This design comes from an exercise in tuning for small area and a short achievable clock period on the open sky130 flow, not from production work. The RTL was checked by simulation tests, not by an equivalence proof against the original design. Power is estimated from default activity; no workload was simulated.

==> flow/design.v <==
module dec_unit (
    input  wire         clk,
    input  wire         rst,       
    input  wire         trig,      
    input  wire [1:0]   op,        
    input  wire [127:0] a,
    input  wire [127:0] b,
    output reg  [127:0] r,         
    output wire         done,      
    output reg          cpl,       
    output reg          dov,       
    output reg          exc,       
    output wire [15:0]  detail     
);
    reg [127:0] a_q, b_q;          
    reg         chk_q, sub_q;
    reg [4:0]   cnt;               
    reg         busy;
    reg         sh_q, lg_q;        
    reg         es_q;              
    reg         na_q;              
    reg         c_q;               
    reg         g_q;               
    reg         z_q;               
    reg         fa_q, fb_q;        
    reg [4:0]   ia_q, ib_q;        
    reg         bop_q;             
    reg [4:0]   bidx_q;            
    assign done   = ~busy;
    assign detail = {4'd0, bidx_q, bop_q, 1'b1, 5'd0};
    wire first  = (cnt == 5'd1);
    wire over15 = |(a_q[127:64] | b_q[127:64]);
    wire over23 = |(a_q[127:96] | b_q[127:96]);
    wire sh     = first ? ~over15 : sh_q;
    wire [4:0] pl = sh ? 5'd2 : 5'd4;             
    wire p1     = busy & (cnt != 5'd0) & (cnt <= pl);
    wire p2     = busy & es_q & ~g_q & (cnt > pl) & (cnt <= {pl[3:0], 1'b0});
    wire p2f    = busy & (cnt == pl + 5'd1);      
    wire fseg   = first | p2f;                    
    wire na_now = (a_q[3:0] == 4'hB) || (a_q[3:0] == 4'hD);
    wire nb_now = ((b_q[3:0] == 4'hB) || (b_q[3:0] == 4'hD)) ^ sub_q;
    wire es     = first ? (~chk_q & (na_now ^ nb_now)) : es_q;
    reg [31:0] sl;
    reg [7:0]  bad_a, bad_b, nz;
    reg        c;
    reg [3:0]  x, y, s, o;
    reg [4:0]  k;
    reg        co;
    integer i;
    always @* begin
        c = first ? es : (p2f ? 1'b0 : c_q);
        for (i = 0; i < 8; i = i + 1) begin
            x = a_q[4*i +: 4];
            y = b_q[4*i +: 4];
            if (es) y = {~(y[3] | y[2] | y[1]), y[2] ^ y[1], y[1], ~y[0]};
            k[0] = c;
            s[0] = x[0] ^ y[0] ^ k[0]; k[1] = (x[0] & y[0]) | (x[0] & k[0]) | (y[0] & k[0]);
            s[1] = x[1] ^ y[1] ^ k[1]; k[2] = (x[1] & y[1]) | (x[1] & k[1]) | (y[1] & k[1]);
            s[2] = x[2] ^ y[2] ^ k[2]; k[3] = (x[2] & y[2]) | (x[2] & k[2]) | (y[2] & k[2]);
            s[3] = x[3] ^ y[3] ^ k[3]; k[4] = (x[3] & y[3]) | (x[3] & k[3]) | (y[3] & k[3]);
            co = k[4] | (s[3] & (s[2] | s[1]));
            o[0] = s[0];
            o[1] = s[1] ^ co;
            o[2] = s[2] ^ (co & ~s[1]);
            o[3] = co ? (k[4] & s[1]) : s[3];
            if (p2) o = {~(o[3] | o[2] | o[1]), o[2] ^ o[1], o[1], ~o[0]};
            sl[4*i +: 4] = o;
            bad_a[i] = a_q[4*i+3] & (a_q[4*i+2] | a_q[4*i+1]);
            bad_b[i] = b_q[4*i+3] & (b_q[4*i+2] | b_q[4*i+1]);
            nz[i]    = |o;
            if (i == 0 && fseg) begin
                sl[3:0]  = b_q[3:0];           
                bad_a[0] = a_q[3:0] < 4'hA;
                bad_b[0] = b_q[3:0] < 4'hA;
                nz[0]    = 1'b0;
            end else
                c = co;
        end
    end
    function [2:0] low8(input [7:0] v);
        integer j;
        begin
            low8 = 3'd0;
            for (j = 7; j >= 0; j = j - 1)
                if (v[j]) low8 = j[2:0];
        end
    endfunction
    wire [1:0] seg    = cnt[1:0] - 2'd1;
    wire       neg_r   = es_q ? (g_q ? (na_q & ~z_q) : ~na_q)
                              : (na_q & ~(z_q & ~g_q));
    wire [3:0] sign_r  = chk_q ? a_q[3:0] : {3'b110, neg_r};
    wire       cdig    = sh_q & ~es_q & g_q;      
    wire       inv_a   = ~chk_q & fa_q;
    wire       invalid = inv_a | fb_q;
    wire       last    = lg_q ? (cnt == 5'd17) :
                         sh_q ? (cnt == 5'd5) : (cnt == 5'd11);
    wire       fin     = busy & ~trig & last;
    wire [127:0] a_ld = op[1] ? 128'd0 : a;
    wire         adv  = p1 | p2;
    always @(posedge clk) begin
        if (trig) begin
            a_q   <= a_ld;
            chk_q <= op[1];
            sub_q <= (op == 2'b01);
        end else if (adv) begin
            a_q[31:0]  <= a_q[63:32];
            a_q[63:32] <= sh ? sl : a_q[95:64];
            if (~sh)
                a_q[127:64] <= {sl, a_q[127:96]};
        end
        b_q <= trig ? b : {32'd0, b_q[127:32]};
        if (first) begin
            sh_q <= ~over15;
            lg_q <= over23;
            na_q <= na_now;
            es_q <= es;
        end
        if (adv)
            c_q <= c;
        if (p1) begin
            g_q  <= c;
            z_q  <= ~(|nz) & (first | z_q);
            fa_q <= (|bad_a) | (fa_q & ~first);
            fb_q <= (|bad_b) | (fb_q & ~first);
            if (~fa_q | first) ia_q <= {seg, low8(bad_a)};
            if (~fb_q | first) ib_q <= {seg, low8(bad_b)};
        end
        cnt    <= trig ? 5'd1 : cnt + 5'd1;
        dov    <= ~invalid & ~es_q & g_q & lg_q;
        exc    <= invalid;
        bop_q  <= ~inv_a;
        bidx_q <= inv_a ? ia_q : ib_q;
        if (rst) begin
            busy <= 1'b0;
            cpl  <= 1'b0;
            r    <= 128'd0;
        end else begin
            busy <= trig | (busy & ~last);
            cpl  <= fin;
            if (fin & ~invalid)
                r <= {a_q[127:65], a_q[64] | cdig, a_q[63:4], sign_r};
        end
    end
endmodule
==> flow/run.sh <==
#!/bin/bash
# synth_recipe.tcl (not shown) runs the flow's synth.tcl, then flattens the netlist and writes it again
# the make line also repeats each setting of config.mk as NAME=value (left out here)
make -C /OpenROAD-flow-scripts/flow DESIGN_CONFIG=/design/flow/config.mk WORK_HOME=/design/flow/orfs CLKGATE_MAP_FILE= SYNTH_SCRIPT=/design/flow/synth_recipe.tcl finish
==> flow/config.mk <==
export PLATFORM = sky130hd
export DESIGN_NAME = dec_unit
export DESIGN_NICKNAME = dec_unit
export VERILOG_FILES = /design/flow/design.v
export SDC_FILE = /design/flow/constraint.sdc
export NUM_CORES = 4
export LEC_CHECK = 0
export ABC_AREA = 1
export CAP_MARGIN = 20
export CORE_MARGIN = 2
export CORE_UTILIZATION = 40
export SLEW_MARGIN = 20
==> flow/constraint.sdc <==
create_clock -name core_clock -period 70.0 [get_ports {clk}]
set_input_delay 14.0000 -clock core_clock [delete_from_list [all_inputs] [get_ports {clk}]]
set_output_delay 14.0000 -clock core_clock [all_outputs]
set_load 0.01 [all_outputs]
==> run notes <==
- Pin count of the biggest net entering global routing: 119
- Logic pwr share: 32.4%
- Final period utilization: 28.19%
- Vias in the first global route: 16130
- Gpl congestion: 0.9376
- Wire per inst: 19.26 um
- Post-synthesis cell count: 2375
- EDFF count, synth: 148
- Largest stage delay, worst path: 0.87 ns
- Post-synthesis area per instance: 8.052 um2
- Power Dens Cells: 32.20 nW/um2
- Die Span Y: 222.7 um
- Fmax: 50.67 MHz
- Max-cap violations: 0
- GRT Total Usage: 25.56%
- Crit path max-delay cell type: nand2_2
- H-tree levels: 2
- Slew at the pin closest to its max-slew limit: 1.021 ns
- Post-synth top flop: dfxtp_1
- Via Count: 16810
- WL final: 65010 um
- R2R Path End: a_q[126]$_DFFE_PP_
- Crit Reg-Reg Startpoint: a_q[102]$_DFFE_PP_
- Crit path max fanout: 38
- Cts hold-fix bufs: 0
- Slew Limit Headroom: 31.75%
- Total CTS buffers: 47
- Pre-CTS setup slack: 50.43 ns
- Top post-synthesis cells by area: dfxtp_1, edfxtp_1, nand2_1
- RSZ-0062 raised after global routing: no
- Maximum vdd drop: 15.53 uV
- HPWL Detailed: 49700 um
- TritonCTS clock tree: yes
- CTS resizes: 0
- Share of power burned in registers: 37.7%
- Period minus WS final: 19.74 ns
- Worst min path class: reg2reg
- Clk slew on worst S/H paths: 0.06 ns
- Setup Buffers After CTS: 0
- Latest clock arrival within the worst-skew pair: 0.59 ns
- Yosys warnings: 1
- # clock sinks: 420
- Grt total ovfl: 0
- Crit. End Element: flop
- Root buf cell: clkbuf_16
- Worst Path Arrival: 20.06 ns
- Post-synthesis cell area: 19120 um2
- Req. time, crit path: 70.33 ns
- Flop2flop setup slack: 50.26 ns
- Max-slew violation count: 0
- CTS Buffer Depth: 3
- Share of the synthesized area in the top cell type: 28.47%
- Remaining antenna violation count: 0
- Leakage power: 10.81 nW
- Net switching power figure: 0.2925 mW
- Drt drc: 0
- Hold Fails Final Rpt: 0
- Fraction of registers with async set/reset: 0%
- Register area share after synthesis: 51.71%
- Cell-internal power: 0.5129 mW
- FP Rows: 80
- CP Buf/Inv Count: 29
- FF+latch count, synth: 420
- Top Family by Delay on Critical Path: adder cells
- DR pass1 iterations: 6
- CP Capture Point: a_q[126]$_DFFE_PP_
- Crit path kind: reg2reg
- First-pass GRT wire length: 95490 um
- Reg2reg path depth: 93
- Nets: 3033
- CP Launch Type: flop
- Starting DRT DRC Count: 1502
- Layout cell share with drive strength beyond 1: 4.064%
- Area Overhead vs Synth: 30.78%
- Ports: 409
- Final setup viols: 0
- Netlist cell types: 41
- Initial antenna violation count: 4
- Top cell by count, worst path: fa_1
- Port bufs: 398
- Fin worst setup slack: 50.26 ns
- Outcome: complete, no violations
- Core box area: 47450 um2
- CP Depth: 93
- Setup TNS: 0 ns
- Die area: 49570 um2
- Clock Skew: 0.02648 ns
- Clock Power Share: 30.0%
- Net Sw Frac: 36.32%
- Vias per cell: 4.979
- Yosys top cell by area: dfxtp_1
- Initial core utilization: 40.31%
- Setup crit start: a_q[102]$_DFFE_PP_
- Die Wd: 222.7 um
## final cells by class
| cell class | count | area, um2 |
|---|---|---|
| Inverter | 412 | 1549 |
| Timing Repair Buffer | 410 | 4086 |
| Clock inverter | 18 | 135.1 |
| Fill cell | 4492 | 22440 |
| Multi-Input combinational cell | 1426 | 7191 |
| Sequential cell | 420 | 9889 |
| Clock buffer | 70 | 1376 |
| Antenna cell | 5 | 12.51 |
| Tap cell | 615 | 769.5 |
## placed cells by master, fill, tap and decap left out, types with 50 or more instances in the layout
cell             instances
a21oi_1                133
dfxtp_1                272
nand2_1                639
edfxtp_1               148
clkdlybuf4s50_1        397
o21ai_0                225
clkbuf_16               50
nand3_1                128
nor2_1                  99
inv_1                  406
## synthesized netlist by cell type, types with 4 or more instances
cell type    n
nand2_1    640
inv_1      407
dfxtp_1    272
o21ai_0    226
edfxtp_1   148
a21oi_1    133
nand3_1    129
nor2_1     100
clkbuf_1    91
a22o_1      34
fa_1        32
ha_1        23
nand4_1     22
o21ai_1     20
buf_2       13
buf_4       11
nor3_1      11
xor2_1      11
or2_2        6
xnor2_1      6
buf_1        4
inv_2        4
nand2_2      4
## how the worst min path moves through the flow
stage                    startpoint               to  slack (ns)  depth (start not counted)
detailed placement  b_q[35]$_DFF_P_   b_q[3]$_DFF_P_        0.40                          2
CTS                 b_q[35]$_DFF_P_   b_q[3]$_DFF_P_        0.42                          2
floorplan           b_q[32]$_DFF_P_   b_q[0]$_DFF_P_        0.40                          2
global placement    b_q[44]$_DFF_P_  b_q[12]$_DFF_P_        0.40                          2
global route        b_q[44]$_DFF_P_  b_q[12]$_DFF_P_        0.44                          2
finish              b_q[35]$_DFF_P_   b_q[3]$_DFF_P_        0.41                          2
## metal layers
metal	wire, um	vias to the layer above	share of wire [%]	global-route usage (%)
li1	-	8173	-	-
met1	27850	7833	43	34.08
met2	29920	683	46	41.15
met3	5158	120	7.9	5.091
met4	2074	0	3.2	9.569
met5	0	-	0	0
## flip-flops by register name, indices dropped and copies added (netlist names), 5 cells and up
signal  count
a_q       128
b_q       128
bidx_q      5
cnt         5
ia_q        5
ib_q        5
r         128
## metrics by stage
stage | hold WS (ns) | total power, mW | util (%) | area (um2) | std cells
finish | 0.4146 | 0.8054 | 52.71 | 25010 | 3376
global placement | 0.4046 | 0.5609 | 49.46 | 23470 | 3282
CTS | 0.4163 | 0.8066 | 52.64 | 24980 | 3370
global route | 0.4411 | 0.8447 | 52.70 | 25000 | 3374
detailed placement | 0.4039 | 0.5653 | 49.46 | 23470 | 3282
floorplan | 0.3960 | 0.4602 | - | 19150 | 2383
## power groups by stage
stage	clock network, mW	registers (mW)	logic [mW]
after floorplan	0	0.301	0.159
after global placement	0	0.307	0.254
after detailed placement	0	0.308	0.257
after CTS	0.244	0.303	0.259
after global routing	0.253	0.306	0.285
final	0.241	0.303	0.261
## worst min-delay path, stage by stage, from the launching register on
cell     delay [ns]
dfxtp_1        0.30
nand2_1        0.04
nand2_1        0.04
## cell families (layout without fill, tap and decap cells)
group,Yosys count,in the layout,share of synthesized area (%)
compound gates,425,425,12.01
xor+xnor,17,17,0.7786
fa+ha+maj,55,55,4.855
buf+inv,537,910,11.02
flops,420,420,51.71
other cells,2,15,0.03927
simple gates,919,919,19.58

==> separate check: timing with driven ports <==
In the flow no input, the clock included, has a driving cell. The finished layout below was timed again as built, in two steps.
Step 1, drivers: a clkbuf_16 drives clk and a buf_2 each remaining input, both assumed.
Step 2 adds t to the input delays and takes it off the output delays; t is the mean of the earliest and latest rising clock arrival at the registers after step 1. Input paths then give back, and output paths get back, about the clock's delay inside the block.
a / b / c = ideal ports / drivers / drivers and shift; a / b = the first two.
shift t [ns]: 0.633
setup WS [ns]: 50.264 / 50.264 / 50.264
clock arrival spread, ns: 0.028 / 0.028
slew at the worst register clock pin (ns): 0.06 / 0.06
pins driven straight from the clock port: 1
After both steps this run still meets setup and hold. For this run, drivers alone change the setup slack by 0.000 ns; drivers and shift together by 0.000 ns.
